Context: an optimization exercise on an open-source flow, tuned for small area and a short achievable clock period. The choices shown serve that exercise and are no tape-out recipe. Where RTL was checked, it was by simulation tests only, not by an equivalence proof against the original. Power figures rest on the tool's default switching activity, not on a simulated workload.

## sierra
==> flow/design.v <==
module egress_arb (
    input  wire        clk,
    input  wire        rst,           
    input  wire [15:0] req,           
    input  wire [15:0] fits,          
    input  wire [79:0] flits,         
    input  wire        map_we,        
    input  wire [3:0]  map_idx,
    input  wire [3:0]  map_val,
    input  wire        commit,        
    input  wire [15:0] clr,           
    output wire        gnt,           
    output wire [3:0]  gnt_idx,       
    output reg  [3:0]  last_win,      
    output wire        busy,          
    output wire [15:0] in_backoff,
    output wire [15:0] capped,        
    output wire [63:0] act_map        
);
    localparam integer KB = 7;        
    reg  [3:0]  map_sh  [0:15];
    reg  [3:0]  map_act [0:15];
    reg  [13:0] lf      [0:15];       
    reg  [15:0] inbo;                 
    reg  [15:0] cf;                   
    reg  [12:0] age     [0:15];       
    reg         p1, p2, p3, p4, p5;   
    reg  [15:0] parts;                
    reg  [15:0] sel;                  
    reg  [3:0]  win;
    reg  [3:0]  win_in;
    reg  [4:0]  scnt;                 
    reg  [1:0]  ssub;
    reg         busy_r;
    reg         cmt_pend;
    wire [15:0] present = req & fits & ~inbo;
    genvar g;
    generate
        for (g = 0; g < 16; g = g + 1) begin : g_map
            assign act_map[4*g +: 4] = map_act[g];
        end
    endgenerate
    assign in_backoff = inbo;
    assign gnt     = p5;
    assign gnt_idx = win;
    assign busy    = busy_r;
    wire idle     = ~(p1 | p2 | p3 | p4 | p5);
    wire any_pres = |present;
    wire open_now = idle & ~busy_r & any_pres;
    function [17:0] step4;            
        input [15:0] c;
        input [63:0] e;
        integer k;
        reg a3, a2, a1;
        begin
            a3 = |(c & {e[63], e[59], e[55], e[51], e[47], e[43], e[39], e[35],
                        e[31], e[27], e[23], e[19], e[15], e[11], e[7], e[3]});
            a2 = |(c & {e[62], e[58], e[54], e[50], e[46], e[42], e[38], e[34],
                        e[30], e[26], e[22], e[18], e[14], e[10], e[6], e[2]});
            a1 = |(c & {e[61], e[57], e[53], e[49], e[45], e[41], e[37], e[33],
                        e[29], e[25], e[21], e[17], e[13], e[9], e[5], e[1]});
            step4[17] = a3 | a2;
            step4[16] = a3 | (~a2 & a1);
            for (k = 0; k < 16; k = k + 1)
                step4[k] = c[k] & (e[4*k+3] | (e[4*k+2] & ~a3) |
                                   (e[4*k+1] & ~a3 & ~a2) |
                                   (e[4*k] & ~a3 & ~a2 & ~a1));
        end
    endfunction
    function [3:0] onehot4;
        input [1:0] d;
        onehot4 = 4'b0001 << d;
    endfunction
    reg  [63:0] eA [0:4];
    reg  [9:0]  kA;
    reg  [17:0] rA0, rA1, rA2, rA3, rA4;
    integer ia, da;
    always @(*) begin
        for (ia = 0; ia < 16; ia = ia + 1) begin
            kA = {map_act[ia], age[ia][12:KB]};
            for (da = 0; da < 5; da = da + 1)
                eA[da][4*ia +: 4] = onehot4(kA[9-2*da -: 2]);
        end
        rA0 = step4(parts, eA[0]);
        rA1 = step4(rA0[15:0], eA[1]);
        rA2 = step4(rA1[15:0], eA[2]);
        rA3 = step4(rA2[15:0], eA[3]);
        rA4 = step4(rA3[15:0], eA[4]);
    end
    reg  [63:0] eB [0:3];
    reg  [7:0]  kB;
    reg  [17:0] rB0, rB1, rB2, rB3;
    reg  [15:0] wb;
    reg  [3:0]  wi;
    reg         taken;
    integer ib, db;
    always @(*) begin
        for (ib = 0; ib < 16; ib = ib + 1) begin
            kB = {age[ib][KB-1:0] == {KB{1'b0}}, age[ib][KB-1:0]};
            for (db = 0; db < 4; db = db + 1)
                eB[db][4*ib +: 4] = onehot4(kB[7-2*db -: 2]);
        end
        rB0 = step4(sel, eB[0]);
        rB1 = step4(rB0[15:0], eB[1]);
        rB2 = step4(rB1[15:0], eB[2]);
        rB3 = step4(rB2[15:0], eB[3]);
        taken = 1'b0;
        wb = 16'd0;
        wi = 4'd0;
        for (ib = 0; ib < 16; ib = ib + 1) begin
            wb[ib] = rB3[ib] & ~taken;
            if (rB3[ib] & ~taken) wi = ib[3:0];
            taken = taken | rB3[ib];
        end
    end
    reg [4:0] win_flits;
    integer iw;
    always @(*) begin
        win_flits = 5'd0;
        for (iw = 0; iw < 16; iw = iw + 1)
            win_flits = win_flits | (flits[5*iw +: 5] & {5{sel[iw]}});
    end
    wire scnt_gt2 = (scnt[4] | scnt[3] | scnt[2] | (scnt[1] & scnt[0]));
    wire cmt_any   = commit | cmt_pend;
    wire cmt_apply = cmt_any & idle & ~open_now;
    always @(posedge clk) begin
        if (rst) begin
            p1       <= 1'b0;
            p2       <= 1'b0;
            p3       <= 1'b0;
            p4       <= 1'b0;
            p5       <= 1'b0;
            scnt     <= 5'd0;
            ssub     <= 2'd0;
            busy_r   <= 1'b0;
            cmt_pend <= 1'b0;
            last_win <= 4'd0;
        end else begin
            p1 <= open_now;
            p2 <= p1;
            p3 <= p2 & any_pres;
            p4 <= p3;
            p5 <= p4;
            if (p5)
                last_win <= win_in;
            busy_r <= p4 | p5 | ssub[1] | scnt_gt2;
            if (p5) begin
                ssub <= 2'd2;
                scnt <= win_flits;
            end else if (ssub != 2'd0) begin
                ssub <= ssub - 2'd1;
            end else if (scnt_gt2) begin
                ssub <= 2'd2;
                scnt <= scnt - 5'd2;
            end
            cmt_pend <= cmt_any & ~cmt_apply;
        end
        if (p2)
            parts <= present;
        if (p3) begin
            sel    <= rA4[15:0];
            win_in <= {rA0[17:16], rA1[17:16]};
        end
        if (p4) begin
            sel <= wb;
            win <= wi;
        end
    end
    wire [3:0] val_d1 = map_val | {4{rst}};
    wire [3:0] val_d0 = map_val & {4{~rst}};
    reg [3:0]  sh_n, sh_d;
    reg [13:0] lf_n;
    reg [13:0] lf_lo;
    reg        kill, lose;
    integer i, b;
    always @(posedge clk) begin
        for (i = 0; i < 16; i = i + 1) begin
            for (b = 0; b < 4; b = b + 1)
                sh_d[b] = (((i < 8) ? 4'd12 : i - 8) >> b) & 1 ? val_d1[b] : val_d0[b];
            sh_n = (rst || (map_we && map_idx == i[3:0])) ? sh_d : map_sh[i];
            map_sh[i] <= sh_n;
            if (rst || cmt_apply)
                map_act[i] <= sh_n;
            if (rst || !req[i] || (p5 && sel[i]))
                age[i] <= 13'd0;
            else if (!age[i][12])
                age[i] <= age[i] + 13'd1;
            kill  = rst | clr[i] | (p5 & sel[i]);
            lose  = p5 & parts[i] & ~sel[i];
            lf_lo = {1'b0, lf[i][12:0]} + {13'd0, lose | inbo[i]};
            lf_n  = {lf[i][13] | lf_lo[13], lf_lo[12:0]};
            if (kill) begin
                lf[i]   <= 14'd16;
                inbo[i] <= 1'b0;
                cf[i]   <= 1'b0;
            end else begin
                lf[i]   <= lf_n;
                inbo[i] <= |(lf_n & (lf_n - 14'd1));
                cf[i]   <= cf[i] | (lose & lf[i][13]);
            end
        end
    end
    reg [3:0]  cap_lo [0:15];
    reg [3:0]  cap_hi [0:15];
    reg [15:0] capped_r;
    integer ic, ac, bc;
    always @(*) begin
        for (ic = 0; ic < 16; ic = ic + 1)
            for (ac = 0; ac < 4; ac = ac + 1) begin
                cap_lo[ic][ac] = cf[ic] & (map_act[ic][1:0] == ac[1:0]);
                cap_hi[ic][ac] = (map_act[ic][3:2] == ac[1:0]);
            end
        for (bc = 0; bc < 4; bc = bc + 1)
            for (ac = 0; ac < 4; ac = ac + 1) begin
                capped_r[4*bc+ac] = 1'b0;
                for (ic = 0; ic < 16; ic = ic + 1)
                    capped_r[4*bc+ac] = capped_r[4*bc+ac] |
                                        (cap_lo[ic][ac] & cap_hi[ic][bc]);
            end
    end
    assign capped = capped_r;
endmodule
==> flow/config.mk <==
export PLATFORM = sky130hd
export DESIGN_NAME = egress_arb
export DESIGN_NICKNAME = egress_arb
export VERILOG_FILES = /design/flow/design.v
export SDC_FILE = /design/flow/constraint.sdc
export NUM_CORES = 4
export LEC_CHECK = 0
export CAP_MARGIN = 20
export CORE_MARGIN = 2
export CORE_UTILIZATION = 40
export SLEW_MARGIN = 20
==> flow/constraint.sdc <==
create_clock -name core_clock -period 42.0 [get_ports {clk}]
set_input_delay 8.4000 -clock core_clock [delete_from_list [all_inputs] [get_ports {clk}]]
set_output_delay 8.4000 -clock core_clock [all_outputs]
set_load 0.01 [all_outputs]
standard.sh (not shown) runs the stock make flow with config.mk's settings and CLKGATE_MAP_FILE= SYNTH_SCRIPT=/design/flow/synth_recipe.tcl, a recipe that flattens the netlist after the stock synthesis.
==> flow/flow/run.sh <==
#!/bin/bash
# Standard ORFS layout, with the combinational logic of the standard
# synthesis re-mapped by ABC for area (registers kept as synthesized), and
# small port buffers. Each tool's output goes to a log in this folder.
set -euo pipefail
W=$PWD
R=$W/orfs/results/$FLOW_PLATFORM/egress_arb/base
LIB=$FLOW_HOME/platforms/$FLOW_PLATFORM/lib/sky130_fd_sc_hd__tt_025C_1v80.lib
YOSYS=$FLOW_HOME/../tools/install/yosys/bin/yosys
[ -x "$YOSYS" ] || YOSYS=yosys

# 1. the standard synthesis, unchanged
bash standard.sh synth > $W/log_1_synth.txt 2>&1

# 2. re-map its combinational logic; registers stay as they are
python3 flow/mkmap.py $LIB $W/cells_map.v > $W/log_2_mkmap.txt 2>&1
cp $R/1_2_yosys.v $W/std_1_2_yosys.v
DU=""
for c in sky130_fd_sc_hd__probe_p_8 sky130_fd_sc_hd__probec_p_8 sky130_fd_sc_hd__lpflow_*; do
  DU="$DU -dont_use $c"
done
$YOSYS -p "read_liberty -lib $LIB; read_verilog $W/std_1_2_yosys.v; hierarchy -top $FLOW_TOP; \
  techmap -map $W/cells_map.v; techmap; opt -purge; \
  abc -liberty $LIB $DU -script $W/flow/area.abc; opt_clean -purge; \
  hilomap -singleton -hicell sky130_fd_sc_hd__conb_1 HI -locell sky130_fd_sc_hd__conb_1 LO; \
  insbuf -buf sky130_fd_sc_hd__buf_4 A X; splitnets; opt_clean -purge; \
  write_verilog -noattr -noexpr -nohex -nodec $W/resyn_1_2_yosys.v; stat -liberty $LIB" \
  > $W/log_3_resyn.txt 2>&1
cp $W/resyn_1_2_yosys.v $R/1_2_yosys.v
rm -f $R/1_synth.odb $R/1_synth.sdc

# 3. the rest of the standard layout
bash standard.sh finish "BUFFER_PORTS_ARGS=-buffer_cell sky130_fd_sc_hd__buf_2" \
  SETUP_SLACK_MARGIN=31.5 \
  > $W/log_4_layout.txt 2>&1
Other scripts of this flow, unchanged in this note and not shown: flow/flow/area.abc, flow/flow/mkmap.py
Edits applied to the flow inputs when going from sierra to garnet:
--- a/flow/design.v
+++ b/flow/design.v
@@ -194,9 +194,10 @@
                 inbo[i] <= 1'b0;
                 cf[i]   <= 1'b0;
             end else begin
                 lf[i]   <= lf_n;
-                inbo[i] <= |(lf_n & (lf_n - 14'd1));
+                inbo[i] <= lose | (inbo[i] & (lf[i][13] ? ~lf_lo[13] :
+                                              |(lf[i][12:0] & lf_lo[12:0])));
                 cf[i]   <= cf[i] | (lose & lf[i][13]);
             end
         end
     end
### Flow results
Summary of garnet over sierra: final core utilization down 0.29 points, minimum clock period after layout now larger, peak clock frequency supported by timing was more or less identical. Total number of nets in the final design: garnet vs sierra down 6.5%. The higher worst path setup slack after routing came out of sierra. Comparing garnet against sierra, there is no change at all in total of buffers placed on input and output ports. Critical path depth on garnet is up relative to sierra. garnet against sierra: first-iteration DRC count up about 11%; number of ordinary inverters in the final layout down about 40%; minimum setup slack after placement up 0.62 ns; non-clock buffer count down about 5.6%. Delta(number of standard-cell rows in the floorplan, garnet - sierra) < 0. Relative to sierra, garnet improves final cell area excluding filler cells.
The RTL of sierra was laid out without a check of its function.

---

## P
egress_arb, a different RTL version from the one above (not shown whole).
Size: about 3,800 cells after synthesis, ~0.032 mm² of cells after synthesis.
## egress_arb
module egress_arb (
    input  wire        clk,
    input  wire        rst,           
    input  wire [15:0] req,           
    input  wire [15:0] fits,          
    input  wire [79:0] flits,         
    input  wire        map_we,        
    input  wire [3:0]  map_idx,
    input  wire [3:0]  map_val,
    input  wire        commit,        
    input  wire [15:0] clr,           
    output wire        gnt,           
    output wire [3:0]  gnt_idx,       
    output reg  [3:0]  last_win,      
    output wire        busy,          
    output wire [15:0] in_backoff,
    output wire [15:0] capped,        
    output wire [63:0] act_map        
);
==> module egress_arb, before the edit <==
module egress_arb (
    input  wire        clk,
    input  wire        rst,           
    input  wire [15:0] req,           
    input  wire [15:0] fits,          
    input  wire [79:0] flits,         
    input  wire        map_we,        
    input  wire [3:0]  map_idx,
    input  wire [3:0]  map_val,
    input  wire        commit,        
    input  wire [15:0] clr,           
    output wire        gnt,           
    output wire [3:0]  gnt_idx,       
    output reg  [3:0]  last_win,      
    output wire        busy,          
    output wire [15:0] in_backoff,
    output wire [15:0] capped,        
    output wire [63:0] act_map        
);
    localparam integer KB = 7;        
    reg  [3:0]  map_sh  [0:15];
    reg  [3:0]  map_act [0:15];
    reg  [13:0] lf      [0:15];       
    reg  [15:0] inbo;                 
    reg  [15:0] cf;                   
    reg  [12:0] age     [0:15];       
    reg         p1, p2, p3, p4, p5;   
    reg  [15:0] parts;                
    reg  [15:0] sel;                  
    reg  [3:0]  win;
    reg  [3:0]  win_in;
    reg  [4:0]  scnt;                 
    reg  [1:0]  ssub;
    reg         busy_r;
    reg         cmt_pend;
    wire [15:0] present = req & fits & ~inbo;
    genvar g;
    generate
        for (g = 0; g < 16; g = g + 1) begin : g_map
            assign act_map[4*g +: 4] = map_act[g];
        end
    endgenerate
    assign in_backoff = inbo;
    assign gnt     = p5;
    assign gnt_idx = win;
    assign busy    = busy_r;
    wire idle     = ~(p1 | p2 | p3 | p4 | p5);
    wire any_pres = |present;
    wire open_now = idle & ~busy_r & any_pres;
    reg [15:0] ca;
    reg [3:0]  a_in;
    reg        anyb;
    always @(*) begin
        ca = parts;
        for (ba = 3; ba >= 0; ba = ba - 1) begin
            anyb = 1'b0;
            for (ia = 0; ia < 16; ia = ia + 1)
                anyb = anyb | (ca[ia] & map_act[ia][ba]);
            a_in[ba] = anyb;
            for (ia = 0; ia < 16; ia = ia + 1)
                ca[ia] = ca[ia] & (map_act[ia][ba] | ~anyb);
        end
        for (ba = 12; ba >= KB; ba = ba - 1) begin
            anyb = 1'b0;
            for (ia = 0; ia < 16; ia = ia + 1)
                anyb = anyb | (ca[ia] & age[ia][ba]);
            for (ia = 0; ia < 16; ia = ia + 1)
                ca[ia] = ca[ia] & (age[ia][ba] | ~anyb);
        end
    end
    reg [15:0] cb;
    reg [15:0] wb;
    reg [3:0]  wi;
    reg        anyz, anyc, taken;
    reg [15:0] lowz;
    always @(*) begin
        cb = sel;
        for (ib = 0; ib < 16; ib = ib + 1)
            lowz[ib] = (age[ib][KB-1:0] == {KB{1'b0}});
        anyz = 1'b0;
        for (ib = 0; ib < 16; ib = ib + 1)
            anyz = anyz | (cb[ib] & lowz[ib]);
        for (ib = 0; ib < 16; ib = ib + 1)
            cb[ib] = cb[ib] & (lowz[ib] | ~anyz);
        for (bb = KB - 1; bb >= 0; bb = bb - 1) begin
            anyc = 1'b0;
            for (ib = 0; ib < 16; ib = ib + 1)
                anyc = anyc | (cb[ib] & age[ib][bb]);
            for (ib = 0; ib < 16; ib = ib + 1)
                cb[ib] = cb[ib] & (age[ib][bb] | ~anyc);
        end
        taken = 1'b0;
        wb = 16'd0;
        wi = 4'd0;
        for (ib = 0; ib < 16; ib = ib + 1) begin
            wb[ib] = cb[ib] & ~taken;
            if (cb[ib] & ~taken) wi = ib[3:0];
            taken = taken | cb[ib];
        end
    end
    reg [4:0] win_flits;
    integer iw, ia, ba, ib, bb;
    always @(*) begin
        win_flits = 5'd0;
        for (iw = 0; iw < 16; iw = iw + 1)
            win_flits = win_flits | (flits[5*iw +: 5] & {5{sel[iw]}});
    end
    wire scnt_gt2 = (scnt[4] | scnt[3] | scnt[2] | (scnt[1] & scnt[0]));
    wire cmt_any   = commit | cmt_pend;
    wire cmt_apply = cmt_any & idle & ~open_now;
    always @(posedge clk) begin
        if (rst) begin
            p1       <= 1'b0;
            p2       <= 1'b0;
            p3       <= 1'b0;
            p4       <= 1'b0;
            p5       <= 1'b0;
            scnt     <= 5'd0;
            ssub     <= 2'd0;
            busy_r   <= 1'b0;
            cmt_pend <= 1'b0;
            last_win <= 4'd0;
        end else begin
            p1 <= open_now;
            p2 <= p1;
            p3 <= p2 & any_pres;
            p4 <= p3;
            p5 <= p4;
            if (p5)
                last_win <= win_in;
            busy_r <= p4 | p5 | ssub[1] | scnt_gt2;
            if (p5) begin
                ssub <= 2'd2;
                scnt <= win_flits;
            end else if (ssub != 2'd0) begin
                ssub <= ssub - 2'd1;
            end else if (scnt_gt2) begin
                ssub <= 2'd2;
                scnt <= scnt - 5'd2;
            end
            cmt_pend <= cmt_any & ~cmt_apply;
        end
        if (p2)
            parts <= present;
        if (p3) begin
            sel    <= ca;
            win_in <= a_in;
        end
        if (p4) begin
            sel <= wb;
            win <= wi;
        end
    end
    wire [3:0] val_d1 = map_val | {4{rst}};
    wire [3:0] val_d0 = map_val & {4{~rst}};
    reg [3:0]  sh_n, sh_d;
    reg [13:0] lf_n;
    reg [13:0] lf_lo;
    reg        kill, lose;
    integer i, b;
    always @(posedge clk) begin
        for (i = 0; i < 16; i = i + 1) begin
            for (b = 0; b < 4; b = b + 1)
                sh_d[b] = (((i < 8) ? 4'd12 : i - 8) >> b) & 1 ? val_d1[b] : val_d0[b];
            sh_n = (rst || (map_we && map_idx == i[3:0])) ? sh_d : map_sh[i];
            map_sh[i] <= sh_n;
            if (rst || cmt_apply)
                map_act[i] <= sh_n;
            if (rst || !req[i] || (p5 && sel[i]))
                age[i] <= 13'd0;
            else
                age[i] <= age[i] + {12'd0, ~age[i][12]};
            kill  = rst | clr[i] | (p5 & sel[i]);
            lose  = p5 & parts[i] & ~sel[i];
            lf_lo = {1'b0, lf[i][12:0]} + {13'd0, lose | inbo[i]};
            lf_n  = {lf[i][13] | lf_lo[13], lf_lo[12:0]};
            if (kill) begin
                lf[i]   <= 14'd16;
                inbo[i] <= 1'b0;
                cf[i]   <= 1'b0;
            end else begin
                lf[i]   <= lf_n;
                inbo[i] <= lose | (inbo[i] & (lf[i][13] ? ~lf_lo[13] :
                                              |(lf[i][12:0] & lf_lo[12:0])));
                cf[i]   <= cf[i] | (lose & lf[i][13]);
            end
        end
    end
    reg [3:0]  cap_lo [0:15];
    reg [3:0]  cap_hi [0:15];
    reg [15:0] capped_r;
    integer ic, ac, bc;
    always @(*) begin
        for (ic = 0; ic < 16; ic = ic + 1)
            for (ac = 0; ac < 4; ac = ac + 1) begin
                cap_lo[ic][ac] = cf[ic] & (map_act[ic][1:0] == ac[1:0]);
                cap_hi[ic][ac] = (map_act[ic][3:2] == ac[1:0]);
            end
        for (bc = 0; bc < 4; bc = bc + 1)
            for (ac = 0; ac < 4; ac = ac + 1) begin
                capped_r[4*bc+ac] = 1'b0;
                for (ic = 0; ic < 16; ic = ic + 1)
                    capped_r[4*bc+ac] = capped_r[4*bc+ac] |
                                        (cap_lo[ic][ac] & cap_hi[ic][bc]);
            end
    end
    assign capped = capped_r;
endmodule
Settings: LEC_CHECK=0, CAP_MARGIN=20, CORE_MARGIN=2, CORE_UTILIZATION=50, SLEW_MARGIN=20; clock period 42.0 ns.
==> flow/flow/run.sh <==
#!/bin/bash
# Standard ORFS layout, with the combinational logic of the standard
# synthesis re-mapped by ABC for area (registers kept as synthesized), and
# small port buffers, timing repair aimed near the clock period the
# CAPPED outputs set, and a clock tree with larger sink clusters. Each tool's output goes to a log in this folder.
set -euo pipefail
W=$PWD
R=$W/orfs/results/$FLOW_PLATFORM/egress_arb/base
LIB=$FLOW_HOME/platforms/$FLOW_PLATFORM/lib/sky130_fd_sc_hd__tt_025C_1v80.lib
YOSYS=$FLOW_HOME/../tools/install/yosys/bin/yosys
[ -x "$YOSYS" ] || YOSYS=yosys

# 1. the standard synthesis, unchanged
bash standard.sh synth > $W/log_1_synth.txt 2>&1

# 2. re-map its combinational logic; registers stay as they are
python3 flow/mkmap.py $LIB $W/cells_map.v > $W/log_2_mkmap.txt 2>&1
cp $R/1_2_yosys.v $W/std_1_2_yosys.v
DU=""
for c in sky130_fd_sc_hd__probe_p_8 sky130_fd_sc_hd__probec_p_8 sky130_fd_sc_hd__lpflow_*; do
  DU="$DU -dont_use $c"
done
$YOSYS -p "read_liberty -lib $LIB; read_verilog $W/std_1_2_yosys.v; hierarchy -top $FLOW_TOP; \
  techmap -map $W/cells_map.v; techmap; opt -purge; \
  abc -liberty $LIB $DU -script $W/flow/area.abc; opt_clean -purge; \
  hilomap -singleton -hicell sky130_fd_sc_hd__conb_1 HI -locell sky130_fd_sc_hd__conb_1 LO; \
  insbuf -buf sky130_fd_sc_hd__buf_4 A X; splitnets; opt_clean -purge; \
  write_verilog -noattr -noexpr -nohex -nodec $W/resyn_1_2_yosys.v; stat -liberty $LIB" \
  > $W/log_3_resyn.txt 2>&1
cp $W/resyn_1_2_yosys.v $R/1_2_yosys.v
rm -f $R/1_synth.odb $R/1_synth.sdc

# 3. the rest of the standard layout
bash standard.sh finish "BUFFER_PORTS_ARGS=-buffer_cell sky130_fd_sc_hd__buf_2" \
  SETUP_SLACK_MARGIN=31.0 \
  "CTS_ARGS=-sink_clustering_enable -repair_clock_nets -sink_clustering_size 26 -sink_clustering_max_diameter 100 -dont_use_dummy_load" \
  > $W/log_4_layout.txt 2>&1
Other scripts of this flow, unchanged in this note and not shown: flow/flow/area.abc, flow/flow/mkmap.py
The following lists how T was set up differently from P:
-- flow/design.v --
<<< P, line 26
    reg  [12:0] age     [0:15];       
    reg         p1, p2, p3, p4, p5;   
    reg  [15:0] parts;                
    reg  [15:0] sel;                  
    reg  [3:0]  win;
>>> T, line 26
    reg  [12:0] age     [0:15];       
    reg         p1, p2, p3, p4, p5;   
    reg  [15:0] sel;                  
    reg  [3:0]  win;
<<< P, line 45
    assign gnt_idx = win;
    assign busy    = busy_r;
    wire idle     = ~(p1 | p2 | p3 | p4 | p5);
    wire any_pres = |present;
>>> T, line 44
    assign gnt_idx = win;
    assign busy    = busy_r;
    wire [15:0] parts;
    generate
        for (g = 0; g < 16; g = g + 1) begin : g_parts
            assign parts[g] = lf[g][0] & ~inbo[g];
        end
    endgenerate
    wire idle     = ~(p1 | p2 | p3 | p4 | p5);
    wire any_pres = |present;
<<< P, line 141
            cmt_pend <= cmt_any & ~cmt_apply;
        end
        if (p2)
            parts <= present;
        if (p3) begin
            sel    <= ca;
>>> T, line 146
            cmt_pend <= cmt_any & ~cmt_apply;
        end
        if (p3) begin
            sel    <= ca;
<<< P, line 173
            kill  = rst | clr[i] | (p5 & sel[i]);
            lose  = p5 & parts[i] & ~sel[i];
            lf_lo = {1'b0, lf[i][12:0]} + {13'd0, lose | inbo[i]};
            lf_n  = {lf[i][13] | lf_lo[13], lf_lo[12:0]};
            if (kill) begin
                lf[i]   <= 14'd16;
                inbo[i] <= 1'b0;
                cf[i]   <= 1'b0;
>>> T, line 176
            kill  = rst | clr[i] | (p5 & sel[i]);
            lose  = p5 & parts[i] & ~sel[i];
            lf_lo = {1'b0, lf[i][12:0]} + {13'd0, inbo[i]};
            lf_n  = {lf[i][13] | lf_lo[13], lf_lo[12:1], lf_lo[0] | (p2 & present[i])};
            if (kill) begin
                lf[i]   <= {13'd8, ((parts[i] & ~p5) | (p2 & present[i])) & ~rst};
                inbo[i] <= 1'b0;
                cf[i]   <= 1'b0;
Notes after the runs:
T: PASS, flow complete, no timing, DRC or antenna violations
T against P: number of standard cells in the final layout excluding fillers decreased by 2.9% relative to the old numbers; wire length of the first global-routing pass increased by about 11% relative to the old numbers; final critical-path required period closely matched the old numbers; fraction of final layout cells sized beyond drive strength 1 increased by 4.0 points relative to the old numbers; switching component of the power decreased by 0.020 mW relative to the old numbers.
Lower global-route track usage on met2 was reported by P, not T.
Only the layout flow was run in T; the RTL was not checked for function there.

-- re-timing with driven ports --
The results above use ideal ports. As a check the final layouts listed here were re-extracted and re-timed, cells and wires unchanged. Step 1 sets driving cells, clkbuf_16 on the clock port and buf_2 on the other inputs (assumed; they add their load-dependent delay and slew). Step 2, shift: input delay + t, output delay - t, t = (earliest + latest rising clock arrival at the registers) / 2. This alone moves slack from input paths to output paths. Three values: ideal ports, drivers, drivers and shift; two values: the first two.
run	t (ns)	slack for setup (ns)	worst setup path after step 2
sierra	0.710	31.011 / 30.939 / 30.946	input to register
garnet	0.697	30.985 / 30.917 / 31.080	input to register
P	0.696	30.907 / 30.837 / 30.793	input to register
T	0.649	30.908 / 30.837 / 30.728	input to register
After both steps setup and hold are still met in every run listed. For T, which loses most, drivers alone change the setup slack by -0.071 ns; drivers and shift together by -0.180 ns.
